Source: an optimization exercise on an open RTL-to-GDS flow (aim: small area, a short achievable clock period and few clock cycles). Production flows keep margins and buffers that such runs may drop.
At most, simulation tests tie the RTL to the original design; equivalence was not proved.

==> run E: inputs <==
==> flow/design.v (excerpt) <==
module cvu (
    input  wire        clk,
    input  wire        rst,
    input  wire        req_valid,
    output wire        req_ready,
    input  wire        req_write,
    input  wire [11:0] req_addr,
    input  wire [31:0] req_wdata,
    output reg         rsp_valid,
    output reg  [31:0] rsp_rdata,
    output reg         alert
);
==> flow/config.mk <==
export PLATFORM = sky130hd
export DESIGN_NAME = cvu
export DESIGN_NICKNAME = cvu
export VERILOG_FILES = /design/flow/design.v
export SDC_FILE = /design/flow/constraint.sdc
export NUM_CORES = 8
export LEC_CHECK = 0
export CAP_MARGIN = 30
export CORE_MARGIN = 2
export CORE_UTILIZATION = 30
export PLACE_DENSITY = 0.45
export SLEW_MARGIN = 30
==> flow/constraint.sdc <==
create_clock -name core_clock -period 24.0 [get_ports {clk}]
set_input_delay 4.8000 -clock core_clock [delete_from_list [all_inputs] [get_ports {clk}]]
set_output_delay 4.8000 -clock core_clock [all_outputs]
set_load 0.01 [all_outputs]
standard.sh (not shown) runs the stock make flow with config.mk's settings and CLKGATE_MAP_FILE= SYNTH_SCRIPT=/design/flow/synth_recipe.tcl, a recipe that flattens the netlist after the stock synthesis.
==> flow/flow/run.sh <==
#!/bin/bash
set -euo pipefail
bash standard.sh SETUP_SLACK_MARGIN=18 finish > standard.log 2>&1
==> run X: changes against run E <==
==> flow/flow/run.sh (replaced) <==
#!/bin/bash
set -euo pipefail
bash standard.sh SETUP_SLACK_MARGIN=17.5 finish > standard.log 2>&1
==> comparison <==
Of run X and run E, run E has the higher clock skew (gap 0.062 ns).
Against run E, the sequential share of layout area of run X is higher by 0.97 points.
Against run X, the fmax of run E is larger by 6.5%.
==> figures <==
Status: run E no timing/DRC/antenna violations; run X no timing/DRC/antenna violations
Cell seen most often among critical-path stages: run E sky130_fd_sc_hd__mux2i_1; run X sky130_fd_sc_hd__a21oi_1
P&R area growth vs syn: run E 16.5%; run X 12.8%
Worst min-delay path endpoint: run E rsp_rdata[22]; run X count[0][31]
Drt pass-1 iters: run E 7; run X 9
Final period util: run E 0.259; run X 0.276
Post-CTS Setup Inserts: run E 98; run X 60
Worst-Margin Slew: run E 1.19 ns; run X 1.23 ns
Testbench counts of run E, summed over its fixed seeds: cycles 36,108.
Testbench counts of run X, summed over its fixed seeds: cycles 36,108.

========
==> job 7587 <==
cvu, a different RTL version from the one above (not shown whole).
## cvu
module cvu (
    input  wire        clk,
    input  wire        rst,
    input  wire        req_valid,
    output wire        req_ready,
    input  wire        req_write,
    input  wire [11:0] req_addr,
    input  wire [31:0] req_wdata,
    output reg         rsp_valid,
    output reg  [31:0] rsp_rdata,
    output reg         alert
);
Settings: LEC_CHECK=0, CAP_MARGIN=30, CORE_MARGIN=2, CORE_UTILIZATION=30, PLACE_DENSITY=0.45, SLEW_MARGIN=30; clock period 24.0 ns.
==> flow/flow/run.sh <==
#!/bin/bash
set -euo pipefail
bash standard.sh SETUP_SLACK_MARGIN=17.75 CTS_CLUSTER_SIZE=25 CTS_CLUSTER_DIAMETER=80 finish > standard.log 2>&1
==> job 977: changes against job 7587 <==
--- a/flow/design.v
+++ b/flow/design.v
@@ -89,15 +89,14 @@
     reg [1:0]  sticky;
     reg [1:0]  alert_en;
     reg [31:0] cnt_badw;
     reg        cfg_refin  [0:1];
     reg        cfg_refout [0:1];
     reg [3:0]  cfg_fl     [0:1];
     reg [6:0]  cfg_w      [0:1];
-    reg [5:0]  cfg_s      [0:1];     
     reg [63:0] poly   [0:1];
     reg [63:0] init   [0:1];
     reg [63:0] xorout [0:1];
     reg [63:0] fold   [0:1];
     reg [31:0] f64_lo [0:1];
     reg        f64_v  [0:1];
     reg [31:0] val_lo [0:1];
@@ -309,18 +308,20 @@
     wire g_rd  = !g_sf && !(mu_n0 || mu_n1) && !(vf_n0 || vf_n1);
     wire g_ctx = g_sf ? (rs_n0 ? 1'b0 : rs_n1 ? 1'b1 : x_c) :
                  g_mu ? !mu_n0 : g_vf ? !vf_n0 : x_c;
     wire eng_ctx_n = (fcnt_n != 3'd0) ? fctx_n[0] : eng_ctx;
     wire        g_vctx = (mu_n0 || mu_n1) ? !mu_n0 : (vf_n0 || vf_n1) ? !vf_n0 : x_c;
     wire        g_sctx = rs_n0 ? 1'b0 : rs_n1 ? 1'b1 : x_c;
     wire        cfgw_wr  = rv && r_wsel[0] && !r_bad_w;
-    wire [5:0]  cfg_s_n0 = (cfgw_wr && !r_c) ? 6'd0 - r_nw[5:0] : cfg_s[0];
-    wire [5:0]  cfg_s_n1 = (cfgw_wr && r_c)  ? 6'd0 - r_nw[5:0] : cfg_s[1];
-    wire [5:0]  l_s_n0   = (st_go && !st_ctx) ? cfg_s[0] : l_s[0];
-    wire [5:0]  l_s_n1   = (st_go && st_ctx)  ? cfg_s[1] : l_s[1];
+    wire [5:0]  cfg_s0   = 6'd0 - cfg_w[0][5:0];
+    wire [5:0]  cfg_s1   = 6'd0 - cfg_w[1][5:0];
+    wire [5:0]  cfg_s_n0 = (cfgw_wr && !r_c) ? 6'd0 - r_nw[5:0] : cfg_s0;
+    wire [5:0]  cfg_s_n1 = (cfgw_wr && r_c)  ? 6'd0 - r_nw[5:0] : cfg_s1;
+    wire [5:0]  l_s_n0   = (st_go && !st_ctx) ? cfg_s0 : l_s[0];
+    wire [5:0]  l_s_n1   = (st_go && st_ctx)  ? cfg_s1 : l_s[1];
     wire swap = (eng_ctx_n != eng_ctx);
     wire [63:0] r_res = (l_refout[r_c] ? (r_c ? vr1 : vr0) : f_out) ^ l_xor[r_c];
     wire [63:0] r_poly = poly[r_c], r_init = init[r_c], r_xor = xorout[r_c];
     wire [31:0] r_mlo = ({32{r_rsel[4]}} & r_poly[31:0])  | ({32{r_rsel[6]}} & r_init[31:0]) |
                         ({32{r_rsel[8]}} & r_xor[31:0]);
     wire [31:0] r_mhi = ({32{r_rsel[5]}} & r_poly[63:32]) | ({32{r_rsel[7]}} & r_init[63:32]) |
                         ({32{r_rsel[9]}} & r_xor[63:32]);
@@ -401,15 +402,14 @@
             for (i = 0; i < NF; i = i + 1)
                 fv[i] <= 1'b0;
             for (k = 0; k < 2; k = k + 1) begin
                 cfg_refin[k]  <= 1'b1;
                 cfg_refout[k] <= 1'b1;
                 cfg_fl[k]     <= 4'd0;
                 cfg_w[k]      <= 7'd32;
-                cfg_s[k]      <= 6'd32;
                 poly[k]       <= 64'h0000_0000_04C1_1DB7;
                 init[k]       <= 64'h0000_0000_FFFF_FFFF;
                 xorout[k]     <= 64'h0000_0000_FFFF_FFFF;
                 fold[k]       <= 64'd0;
                 f64_v[k]      <= 1'b0;
                 val_lo[k]     <= 32'd0;
             end
@@ -454,15 +454,15 @@
                          cnt_badw != 32'hFFFF_FFFF) begin
                 cnt_badw <= cnt_badw + 32'd1;
             end
             if (rv) begin
                 if (r_wsel[0]) begin
                     cfg_refin[r_c]  <= rdw[31];
                     cfg_refout[r_c] <= rdw[30];
-                    if (!r_bad_w)  begin cfg_w[r_c] <= r_nw; cfg_s[r_c] <= 6'd0 - r_nw[5:0]; end
+                    if (!r_bad_w)  cfg_w[r_c]  <= r_nw;
                     if (!r_bad_fl) cfg_fl[r_c] <= r_nfl;
                 end
                 if (r_wsel[1])  poly[r_c][31:0]    <= rdw & r_mask[31:0];
                 if (r_wsel[2])  poly[r_c][63:32]   <= rdw & r_mask[63:32];
                 if (r_wsel[3])  init[r_c][31:0]    <= rdw & r_mask[31:0];
                 if (r_wsel[4])  init[r_c][63:32]   <= rdw & r_mask[63:32];
                 if (r_wsel[5])  xorout[r_c][31:0]  <= rdw & r_mask[31:0];
@@ -501,14 +501,14 @@
         vB  <= (d_go && swap)  ? e_out : swap ? vA_r : vB_n;
         mA  <= swap ? mB_n : mA_n;
         mB  <= swap ? mA_n : mB_n;
         riA <= swap ? riB_n : riA_n;
         riB <= swap ? riA_n : riB_n;
         if (st_go) begin
             l_refout[st_ctx] <= cfg_refout[st_ctx];
-            l_s[st_ctx]      <= cfg_s[st_ctx];
+            l_s[st_ctx]      <= st_ctx ? cfg_s1 : cfg_s0;
             l_xor[st_ctx]    <= xorout[st_ctx] & (st_ctx ? cmask1 : cmask0);
             pr[st_ctx]       <= f_out;
             count[st_ctx]    <= 32'd0;
         end
     end
 endmodule
==> flow/flow/run.sh (replaced) <==
#!/bin/bash
set -euo pipefail
bash standard.sh SETUP_SLACK_MARGIN=18 CTS_CLUSTER_SIZE=25 CTS_CLUSTER_DIAMETER=80 finish > standard.log 2>&1
==> job 2802: changes against job 7587 <==
==> flow/flow/run.sh (replaced) <==
#!/bin/bash
set -euo pipefail
bash standard.sh SETUP_SLACK_MARGIN=18 "CTS_ARGS=-sink_clustering_enable -repair_clock_nets -sink_clustering_size 25 -sink_clustering_max_diameter 80 -distance_between_buffers 300" finish > standard.log 2>&1
==> notes <==
Job 7587 finished with timing, DRC and antenna clean. Job 2802 completed without violations. Job 977 ran to the end with no violations. The highest core utilization belongs to job 977, the lowest to job 7587. Worst hold slack: job 7587 is better than job 977 (0.0045 ns). Of job 7587 and job 2802, job 7587 has the higher sequential share of layout area (gap 0.13 points). Between job 2802 and job 977, the lower first-iteration DRC count is in job 2802 (gap about 1.3%, measured against job 977). In job 2802 the critical path depth is higher than in job 7587, by 8. Via count: job 7587 < job 2802 < job 977. The lowest design area belongs to job 7587, the highest to job 977. Non-clock buffer count, lowest first: job 7587, job 2802, job 977.
Testbench counts of job 977, summed over its fixed seeds: cycles 35,877.
The RTL of job 7587 and job 2802 was laid out without a check of its function.

========
==> inputs of run F <==
cvu, a different RTL version from the one above (not shown whole).
clock: 24.0 ns
lec_check: 0
cap_margin: 30
core_margin: 2
core_utilization: 30
place_density: 0.45
slew_margin: 30
==> flow/flow/run.sh <==
#!/bin/bash
set -euo pipefail
bash standard.sh SETUP_SLACK_MARGIN=18 CTS_CLUSTER_SIZE=25 CTS_CLUSTER_DIAMETER=80 CORE_UTILIZATION=45 PLACE_DENSITY=0.55 finish > standard.log 2>&1
==> inputs of run H, as changes to run F <==
==> flow/flow/run.sh (replaced) <==
#!/bin/bash
set -euo pipefail
bash standard.sh SETUP_SLACK_MARGIN=18 CTS_CLUSTER_SIZE=25 CTS_CLUSTER_DIAMETER=80 finish > standard.log 2>&1
==> notes.md <==
Run H completed with no timing, DRC or antenna violations. Run F finished with timing, DRC and antenna clean.
In flip-flop and latch count, run F and run H do not differ.
Of run F and run H, run F has the higher critical path depth (gap 14).
Synthesized area is the same in run F and run H.
Of run F and run H, run H has the higher wire length (gap 3.7%, measured against run H).
Testbench counts of run F, summed over its fixed seeds: cycles 35,877.
Testbench counts of run H, summed over its fixed seeds: cycles 35,877.

========
==> wip/willow <==
Another version of the RTL of cvu (not shown whole).
Settings: LEC_CHECK=0, CAP_MARGIN=30, CORE_MARGIN=2, CORE_UTILIZATION=30, PLACE_DENSITY=0.45, SLEW_MARGIN=30; clock period 24.0 ns.
==> flow/flow/run.sh <==
#!/bin/bash
set -euo pipefail
bash standard.sh SETUP_SLACK_MARGIN=18 CTS_CLUSTER_SIZE=25 CTS_CLUSTER_DIAMETER=80 finish > standard.log 2>&1
==> inputs of wip/indigo, as changes to wip/willow <==
--- a/flow/design.v
+++ b/flow/design.v
@@ -89,14 +89,15 @@
     reg [1:0]  sticky;
     reg [1:0]  alert_en;
     reg [31:0] cnt_badw;
     reg        cfg_refin  [0:1];
     reg        cfg_refout [0:1];
     reg [3:0]  cfg_fl     [0:1];
     reg [6:0]  cfg_w      [0:1];
+    reg [5:0]  cfg_s      [0:1];     
     reg [63:0] poly   [0:1];
     reg [63:0] init   [0:1];
     reg [63:0] xorout [0:1];
     reg [63:0] fold   [0:1];
     reg [31:0] f64_lo [0:1];
     reg        f64_v  [0:1];
     reg [31:0] val_lo [0:1];
@@ -116,21 +117,24 @@
     reg [2:0]    fcnt;
     reg        eng_ctx;     
     reg        f_st;        
     reg        f_mu;        
     reg        f_vf;        
     reg        f_rd;        
     reg        f_ctx;
+    reg        f_sA;        
+    reg        st_exec;     
     wire [63:0] vr0 = eng_ctx ? vB : vA;
     wire [63:0] vr1 = eng_ctx ? vA : vB;
     reg        ready_q;
     reg        rv, rw, rlov;
     reg [9:0]  ra;
     reg [31:0] rdw;
     reg        r_start_q, r_feed_q, r_f64h_q, r_vseth_q, r_rdv_q;
+    reg [10:0] r_wsel;    
     reg        room1_q, room2_q, idle0_q, idle1_q;
     assign req_ready = ready_q;
     wire       r_g     = (ra[9:3] == 7'd0);
     wire       r_c_hit = (ra[9:6] == 4'd1);
     wire       r_c     = ra[5];
     wire [4:0] r_off   = ra[4:0];
     wire       acc   = req_valid && ready_q;
@@ -171,17 +175,16 @@
     reg [63:0] e_out;
     always @(*) begin
         e_out = e_hi;
         for (j = 0; j < 32; j = j + 1)
             if (tops[j])
                 e_out = e_out ^ (e_pr >> (31 - j));
     end
-    wire        f_a   = (f_ctx == eng_ctx);
-    wire [63:0] f_in  = f_st ? poly[f_ctx] : (f_a ? vA : vB);
-    wire [5:0]  f_s   = f_st ? 6'd0 - cfg_w[f_ctx][5:0] : l_s[f_ctx];
+    wire [63:0] f_in  = f_st ? poly[f_ctx] : f_sA ? vA : vB;
+    wire [5:0]  f_s   = f_st ? cfg_s[f_ctx] : l_s[f_ctx];    
     wire [63:0] f_out = refl(f_in, f_s);
     wire        mq_ctx = (phase[1] == P_MQ);
     wire [15:1] mq_q   = q16(pr[mq_ctx][14:0]);
     wire        mu_ctx = f_ctx;
     wire [31:16] mu_q  = q32(pr[mu_ctx][30:0], mu_ctx == eng_ctx ? {mA[15:1], 1'b1} : {mB[15:1], 1'b1});
     wire r_start  = rv && r_start_q;
     wire r_feed   = rv && r_feed_q;
@@ -189,26 +192,25 @@
     wire r_vseth  = rv && r_vseth_q;
     wire r_room   = (r_start_q || r_f64h_q) ? room2_q : r_feed_q ? room1_q : 1'b1;
     wire r_stv    = r_start_q || r_vseth_q;
     wire r_rd_ok  = !r_rdv_q || (r_idle && f_rd);
     wire r_exec   = rv && (rw ? (r_room && (!r_stv || r_idle)) : r_rd_ok);
     wire wx       = r_exec && rw;           
     wire rdone    = r_exec && !rw;          
-    wire st_now   = wx && r_start;
+    wire st_now   = st_exec;    
     wire vs_now   = wx && r_vseth;
     wire rs0      = (phase[0] == P_RS);
     wire rs1      = (phase[1] == P_RS);
     wire st_go    = st_now || rs0 || rs1;
     wire st_ctx   = rs0 ? 1'b0 : rs1 ? 1'b1 : r_c;
     wire [3:0]  st_fl = cfg_fl[st_ctx];
     wire        st_f1 = st_go && st_fl != 4'd0;
     wire        st_f2 = st_go && st_fl > 4'd4;
     wire [1:0]  st_n1 = (st_fl >= 4'd4) ? 2'd3 : st_fl[1:0] - 2'd1;
     wire [1:0]  st_n2 = st_fl[1:0] - 2'd1;    
-    wire [6:0]  st_w  = cfg_w[st_ctx];
     wire        push1 = st_f1 || (wx && r_feed);
     wire        push2 = st_f2 || (wx && r_f64h);
     wire        p1_ctx  = st_go ? st_ctx : r_c;
     wire [1:0]  p1_n    = st_go ? st_n1 :
                           (r_off == O_FEED8) ? 2'd0 : (r_off == O_FEED16) ? 2'd1 : 2'd3;
     wire [31:0] p1_d    = st_go ? fold[st_ctx][31:0] :
                           r_f64h ? (rlov ? f64_lo[r_c] : 32'd0) : rdw;
@@ -265,27 +267,40 @@
     wire i_start = req_write && i_c_hit && i_off == O_CTL && req_wdata[31];
     wire i_feed  = req_write && i_c_hit && (i_off == O_FEED8 || i_off == O_FEED16 ||
                                             i_off == O_FEED32 || i_off == O_F64_HI);
     wire i_f64h  = req_write && i_c_hit && i_off == O_F64_HI;
     wire i_vseth = req_write && i_c_hit && i_off == O_VAL_H;
     wire i_rdv   = !req_write && i_c_hit && (i_off == O_VAL_L || i_off == O_VAL_H ||
                                              i_off == O_RES_L || i_off == O_RES_H);
+    wire [10:0] i_wsel;
+    assign i_wsel[0]  = req_write && i_c_hit && i_off == O_CFG;
+    assign i_wsel[1]  = req_write && i_c_hit && i_off == O_POLY_L;
+    assign i_wsel[2]  = req_write && i_c_hit && i_off == O_POLY_H;
+    assign i_wsel[3]  = req_write && i_c_hit && i_off == O_INIT_L;
+    assign i_wsel[4]  = req_write && i_c_hit && i_off == O_INIT_H;
+    assign i_wsel[5]  = req_write && i_c_hit && i_off == O_XOR_L;
+    assign i_wsel[6]  = req_write && i_c_hit && i_off == O_XOR_H;
+    assign i_wsel[7]  = req_write && i_c_hit && i_off == O_FOLD_L;
+    assign i_wsel[8]  = req_write && i_c_hit && i_off == O_FOLD_H;
+    assign i_wsel[9]  = req_write && i_c_hit && i_off == O_VAL_L;
+    assign i_wsel[10] = req_write && i_c_hit && i_off == O_F64_LO;
     wire x_start = acc ? i_start : r_start_q;
     wire x_stv   = acc ? (i_start || i_vseth) : r_stv;
     wire x_idle  = x_c ? idle1_n : idle0_n;
     wire rs_n0 = (phase_n[0] == P_RS), rs_n1 = (phase_n[1] == P_RS);
     wire mu_n0 = (phase_n[0] == P_MU), mu_n1 = (phase_n[1] == P_MU);
     wire vf_n0 = (phase_n[0] == P_VF), vf_n1 = (phase_n[1] == P_VF);
     wire g_sf  = (x_v && x_start && x_idle) || rs_n0 || rs_n1;
     wire g_mu  = !g_sf && (mu_n0 || mu_n1);
     wire g_vf  = !g_sf && !(mu_n0 || mu_n1) && (vf_n0 || vf_n1);
     wire g_rd  = !g_sf && !(mu_n0 || mu_n1) && !(vf_n0 || vf_n1);
     wire g_ctx = g_sf ? (rs_n0 ? 1'b0 : rs_n1 ? 1'b1 : x_c) :
                  g_mu ? !mu_n0 : g_vf ? !vf_n0 : x_c;
     wire eng_ctx_n = (fcnt_n != 3'd0) ? fctx_n[0] : eng_ctx;
+    wire        g_vctx = (mu_n0 || mu_n1) ? !mu_n0 : (vf_n0 || vf_n1) ? !vf_n0 : x_c;
     wire swap = (eng_ctx_n != eng_ctx);
     wire [63:0] r_res = (l_refout[r_c] ? (r_c ? vr1 : vr0) : f_out) ^ l_xor[r_c];
     reg  [31:0] rdata;
     always @(*) begin
         rdata = 32'd0;
         if (r_g) begin
             case (r_off)
@@ -362,25 +377,28 @@
             fcnt      <= 3'd0;
             eng_ctx   <= 1'b0;
             room1_q   <= 1'b1;
             room2_q   <= 1'b1;
             idle0_q   <= 1'b0;
             idle1_q   <= 1'b0;
             f_st      <= 1'b1;      
+            f_sA      <= 1'b0;
+            st_exec   <= 1'b0;
             f_mu      <= 1'b0;
             f_vf      <= 1'b0;
             f_rd      <= 1'b0;
             f_ctx     <= 1'b0;
             for (i = 0; i < NF; i = i + 1)
                 fv[i] <= 1'b0;
             for (k = 0; k < 2; k = k + 1) begin
                 cfg_refin[k]  <= 1'b1;
                 cfg_refout[k] <= 1'b1;
                 cfg_fl[k]     <= 4'd0;
                 cfg_w[k]      <= 7'd32;
+                cfg_s[k]      <= 6'd32;
                 poly[k]       <= 64'h0000_0000_04C1_1DB7;
                 init[k]       <= 64'h0000_0000_FFFF_FFFF;
                 xorout[k]     <= 64'h0000_0000_FFFF_FFFF;
                 fold[k]       <= 64'd0;
                 f64_v[k]      <= 1'b0;
                 val_lo[k]     <= 32'd0;
             end
@@ -396,14 +414,16 @@
             fcnt      <= fcnt_n;
             eng_ctx   <= eng_ctx_n;
             room1_q   <= fcnt_n <= NF - 1;
             room2_q   <= fcnt_n <= NF - 2;
             idle0_q   <= idle0_n;
             idle1_q   <= idle1_n;
             f_st      <= g_sf;
+            f_sA      <= (g_vctx == eng_ctx_n);
+            st_exec   <= x_v && x_start && x_idle && (fcnt_n <= NF - 2);
             f_mu      <= g_mu;
             f_vf      <= g_vf;
             f_rd      <= g_rd;
             f_ctx     <= g_ctx;
             for (i = 0; i < NF; i = i + 1)
                 fv[i] <= (i < fcnt_n);
             for (k = 0; k < 2; k = k + 1)
@@ -411,37 +431,34 @@
             if (wacc && i_c_hit && i_off == O_F64_LO)
                 f64_v[i_c] <= 1'b1;
             if (wacc && i_c_hit && i_off == O_F64_HI)
                 f64_v[i_c] <= 1'b0;
             if (wx && r_g && r_off == 5'd2) begin
                 if (rdw == 32'd0)
                     cnt_badw <= 32'd0;
-            end else if (wx && r_c_hit && r_off == O_CFG && (r_bad_w || r_bad_fl) &&
+            end else if (rv && r_wsel[0] && (r_bad_w || r_bad_fl) &&
                          cnt_badw != 32'hFFFF_FFFF) begin
                 cnt_badw <= cnt_badw + 32'd1;
             end
-            if (wx && r_c_hit) begin
-                case (r_off)
-                    O_CFG: begin
-                        cfg_refin[r_c]  <= rdw[31];
-                        cfg_refout[r_c] <= rdw[30];
-                        if (!r_bad_w)  cfg_w[r_c]  <= r_nw;
-                        if (!r_bad_fl) cfg_fl[r_c] <= r_nfl;
-                    end
-                    O_POLY_L: poly[r_c][31:0]    <= rdw & r_mask[31:0];
-                    O_POLY_H: poly[r_c][63:32]   <= rdw & r_mask[63:32];
-                    O_INIT_L: init[r_c][31:0]    <= rdw & r_mask[31:0];
-                    O_INIT_H: init[r_c][63:32]   <= rdw & r_mask[63:32];
-                    O_XOR_L:  xorout[r_c][31:0]  <= rdw & r_mask[31:0];
-                    O_XOR_H:  xorout[r_c][63:32] <= rdw & r_mask[63:32];
-                    O_FOLD_L: fold[r_c][31:0]    <= rdw;
-                    O_FOLD_H: fold[r_c][63:32]   <= rdw;
-                    O_VAL_L:  val_lo[r_c]        <= rdw;
-                    default: ;
-                endcase
+            if (rv) begin
+                if (r_wsel[0]) begin
+                    cfg_refin[r_c]  <= rdw[31];
+                    cfg_refout[r_c] <= rdw[30];
+                    if (!r_bad_w)  begin cfg_w[r_c] <= r_nw; cfg_s[r_c] <= 6'd0 - r_nw[5:0]; end
+                    if (!r_bad_fl) cfg_fl[r_c] <= r_nfl;
+                end
+                if (r_wsel[1])  poly[r_c][31:0]    <= rdw & r_mask[31:0];
+                if (r_wsel[2])  poly[r_c][63:32]   <= rdw & r_mask[63:32];
+                if (r_wsel[3])  init[r_c][31:0]    <= rdw & r_mask[31:0];
+                if (r_wsel[4])  init[r_c][63:32]   <= rdw & r_mask[63:32];
+                if (r_wsel[5])  xorout[r_c][31:0]  <= rdw & r_mask[31:0];
+                if (r_wsel[6])  xorout[r_c][63:32] <= rdw & r_mask[63:32];
+                if (r_wsel[7])  fold[r_c][31:0]    <= rdw;
+                if (r_wsel[8])  fold[r_c][63:32]   <= rdw;
+                if (r_wsel[9])  val_lo[r_c]        <= rdw;
             end
         end
     end
     always @(posedge clk) begin
         rsp_rdata <= rdata;
         if (acc) begin
             rw   <= req_write;
@@ -449,34 +466,33 @@
             rdw  <= req_wdata;
             rlov <= f64_v[i_c];
             r_start_q <= i_start;
             r_feed_q  <= i_feed;
             r_f64h_q  <= i_f64h;
             r_vseth_q <= i_vseth;
             r_rdv_q   <= i_rdv;
+            r_wsel    <= i_wsel;
         end
-        if (wx && r_c_hit && r_off == O_F64_LO)
+        if (rv && r_wsel[10])
             f64_lo[r_c] <= rdw;
         for (i = 0; i < NF; i = i + 1) begin
             fctx[i]  <= fctx_n[i];
             fn[i]    <= fn_n[i];
             fdata[i] <= fdata_n[i];
         end
-        if (!rst) begin
-            if (wx && r_feed)
-                count[r_c] <= cnt_sum[32] ? 32'hFFFF_FFFF : cnt_sum[31:0];
-            vA  <= (d_go && !swap) ? e_out : swap ? vB_n : vA_r;
-            vB  <= (d_go && swap)  ? e_out : swap ? vA_r : vB_n;
-            mA  <= swap ? mB_n : mA_n;
-            mB  <= swap ? mA_n : mB_n;
-            riA <= swap ? riB_n : riA_n;
-            riB <= swap ? riA_n : riB_n;
-            if (st_go) begin
-                l_refout[st_ctx] <= cfg_refout[st_ctx];
-                l_s[st_ctx]      <= 6'd0 - st_w[5:0];
-                l_xor[st_ctx]    <= xorout[st_ctx] & (st_ctx ? cmask1 : cmask0);
-                pr[st_ctx]       <= f_out;
-                count[st_ctx]    <= 32'd0;
-            end
+        if (wx && r_feed)
+            count[r_c] <= cnt_sum[32] ? 32'hFFFF_FFFF : cnt_sum[31:0];
+        vA  <= (d_go && !swap) ? e_out : swap ? vB_n : vA_r;
+        vB  <= (d_go && swap)  ? e_out : swap ? vA_r : vB_n;
+        mA  <= swap ? mB_n : mA_n;
+        mB  <= swap ? mA_n : mB_n;
+        riA <= swap ? riB_n : riA_n;
+        riB <= swap ? riA_n : riB_n;
+        if (st_go) begin
+            l_refout[st_ctx] <= cfg_refout[st_ctx];
+            l_s[st_ctx]      <= cfg_s[st_ctx];
+            l_xor[st_ctx]    <= xorout[st_ctx] & (st_ctx ? cmask1 : cmask0);
+            pr[st_ctx]       <= f_out;
+            count[st_ctx]    <= 32'd0;
         end
     end
 endmodule
==> flow/flow/run.sh (replaced) <==
#!/bin/bash
set -euo pipefail
bash standard.sh SETUP_SLACK_MARGIN=18 "CTS_ARGS=-sink_clustering_enable -repair_clock_nets -sink_clustering_size 25 -sink_clustering_max_diameter 80 -apply_ndr full" finish > standard.log 2>&1
==> inputs of wip/pepper, as changes to wip/willow <==
==> flow/flow/run.sh (replaced) <==
#!/bin/bash
set -euo pipefail
bash standard.sh SETUP_SLACK_MARGIN=18 finish > standard.log 2>&1
==> inputs of wip/juniper, as changes to wip/willow <==
==> flow/flow/run.sh (replaced) <==
#!/bin/bash
set -euo pipefail
bash standard.sh SETUP_SLACK_MARGIN=18 CORE_UTILIZATION=50 PLACE_DENSITY=0.6 finish > standard.log 2>&1
==> metrics.csv <==
metric;value;unit
post-synthesis adder-cell area fraction;0.00243;
Hold EP;count[0][28]$_SDFFE_PP0P_;
Site Rows;231;
fraction of area in multi-input gates;0.555;
post-route cell area;0.135;mm2
post-layout util;0.341;
largest family of logic cells by synthesized area;simple AND/OR/NAND/NOR gates;
met3 Use GR;0.0935;
post-synthesis sequential area ratio;0.355;
slowest stage delay, CP;0.40;ns
area delta synth->final;13.0;%
WL final;635;mm
status;no timing/DRC/antenna violations;
[end of results for wip/indigo]
==> metrics.csv <==
metric;value;unit
post-synthesis adder-cell area fraction;0.00249;
Hold EP;count[1][29]$_SDFFE_PP0P_;
post-synthesis sequential area ratio;0.360;
Pre-antenna DRT Iters;9;
status;no timing/DRC/antenna violations;
post-layout util;0.563;
Site Rows;180;
final setup vio count;0;
crit-path cells;buf_8;
CTS Sinks;1511;
fraction of area in multi-input gates;0.559;
Total Nets Final;13253;
slowest stage delay, CP;0.42;ns
WL final;583;mm
met3 Use GR;0.203;
post-route cell area;0.136;mm2
EDFF count, synth;1343;
area delta synth->final;11.7;%
[end of results for wip/juniper]
==> metrics.csv <==
metric;value;unit
status;no timing/DRC/antenna violations;
post-synthesis adder-cell area fraction;0.00249;
Hold EP;count[0][17]$_SDFFE_PP0P_;
post-route cell area;0.138;mm2
post-synthesis sequential area ratio;0.360;
met3 Use GR;0.0936;
largest family of logic cells by synthesized area;XOR/XNOR gates;
post-layout util;0.344;
DRT iter0 DRCs;15374;
Fillers;41519;
slowest stage delay, CP;0.69;ns
fraction of area in multi-input gates;0.550;
WL final;632;mm
minimum clock period after layout;6.26;ns
buffering overhead;0.0530;
[end of results for wip/willow]
==> metrics.csv <==
metric;value;unit
status;no timing/DRC/antenna violations;
slowest stage delay, CP;0.36;ns
wire per inst;33.5;um
area delta synth->final;15.4;%
post-synthesis mux area share;0.132;
pin count of the biggest net entering global routing;110;
met3 Use GR;0.0978;
post-synthesis adder-cell area fraction;0.00249;
largest family of logic cells by synthesized area;XOR/XNOR gates;
Syn Area/Cell;8.99;um2
fraction of area in multi-input gates;0.542;
post-layout util;0.348;
Worst-Margin Slew;1.17;ns
Hold EP;count[0][17]$_SDFFE_PP0P_;
post-route cell area;0.140;mm2
Site Rows;233;
[end of results for wip/pepper]
Testbench counts of wip/willow, summed over its fixed seeds: cycles 35,877.
Testbench counts of wip/indigo, summed over its fixed seeds: cycles 35,877.
Testbench counts of wip/pepper, summed over its fixed seeds: cycles 35,877.
Testbench counts of wip/juniper, summed over its fixed seeds: cycles 35,877.

==> static timing again, ports no longer ideal <==
The results above use ideal ports. As a check the final layouts listed here were re-extracted and re-timed, cells and wires unchanged.
Step 1: set_driving_cell puts a clkbuf_16 on clk and a buf_2 on each other input, an assumption about the parent block.
Step 2 moves the port delays by t, midway between the first and last clock arrival at a register: inputs arrive t later, outputs are due t later. That takes back most of the time a late clock gives input paths.
Slacks: ideal / step 1 / step 2; pairs: ideal / step 1.
| run | t (ns) | setup WS [ns] | hold WS [ns] | worst setup path at the end | worst data-port slew with drivers (ns) |
|---|---|---|---|---|---|
| run E | 1.003 | 17.782 / 17.688 / 16.939 | 0.367 / 0.367 / 0.367 | input to register | 0.09 |
| run X | 1.003 | 17.377 / 17.377 / 16.561 | 0.456 / 0.456 / 0.456 | input to register | 0.05 |
| job 7587 | 1.026 | 17.664 / 17.672 / 16.697 | 0.500 / 0.500 / 0.500 | input to register | 0.06 |
| job 977 | 1.002 | 17.758 / 17.648 / 16.986 | 0.496 / 0.496 / 0.496 | input to register | 0.11 |
| job 2802 | 0.948 | 17.739 / 17.697 / 17.103 | 0.496 / 0.496 / 0.496 | input to register | 0.11 |
| run F | 0.927 | 17.643 / 17.643 / 17.145 | 0.469 / 0.469 / 0.469 | input to register | 0.14 |
| run H | 1.026 | 17.740 / 17.624 / 16.945 | 0.463 / 0.463 / 0.463 | input to register | 0.09 |
| wip/willow | 0.936 | 17.735 / 17.733 / 17.083 | 0.496 / 0.496 / 0.496 | input to register | 0.12 |
| wip/indigo | 1.006 | 17.744 / 17.640 / 16.940 | 0.462 / 0.462 / 0.462 | input to register | 0.09 |
| wip/pepper | 0.974 | 17.808 / 17.703 / 17.056 | 0.490 / 0.490 / 0.490 | input to register | 0.14 |
| wip/juniper | 0.953 | 17.745 / 17.637 / 17.046 | 0.497 / 0.497 / 0.497 | input to register | 0.16 |
After both steps every run listed still meets setup and hold. The setup slack of job 7587, which loses most, moves by +0.008 ns with the drivers and by -0.967 ns with both steps.
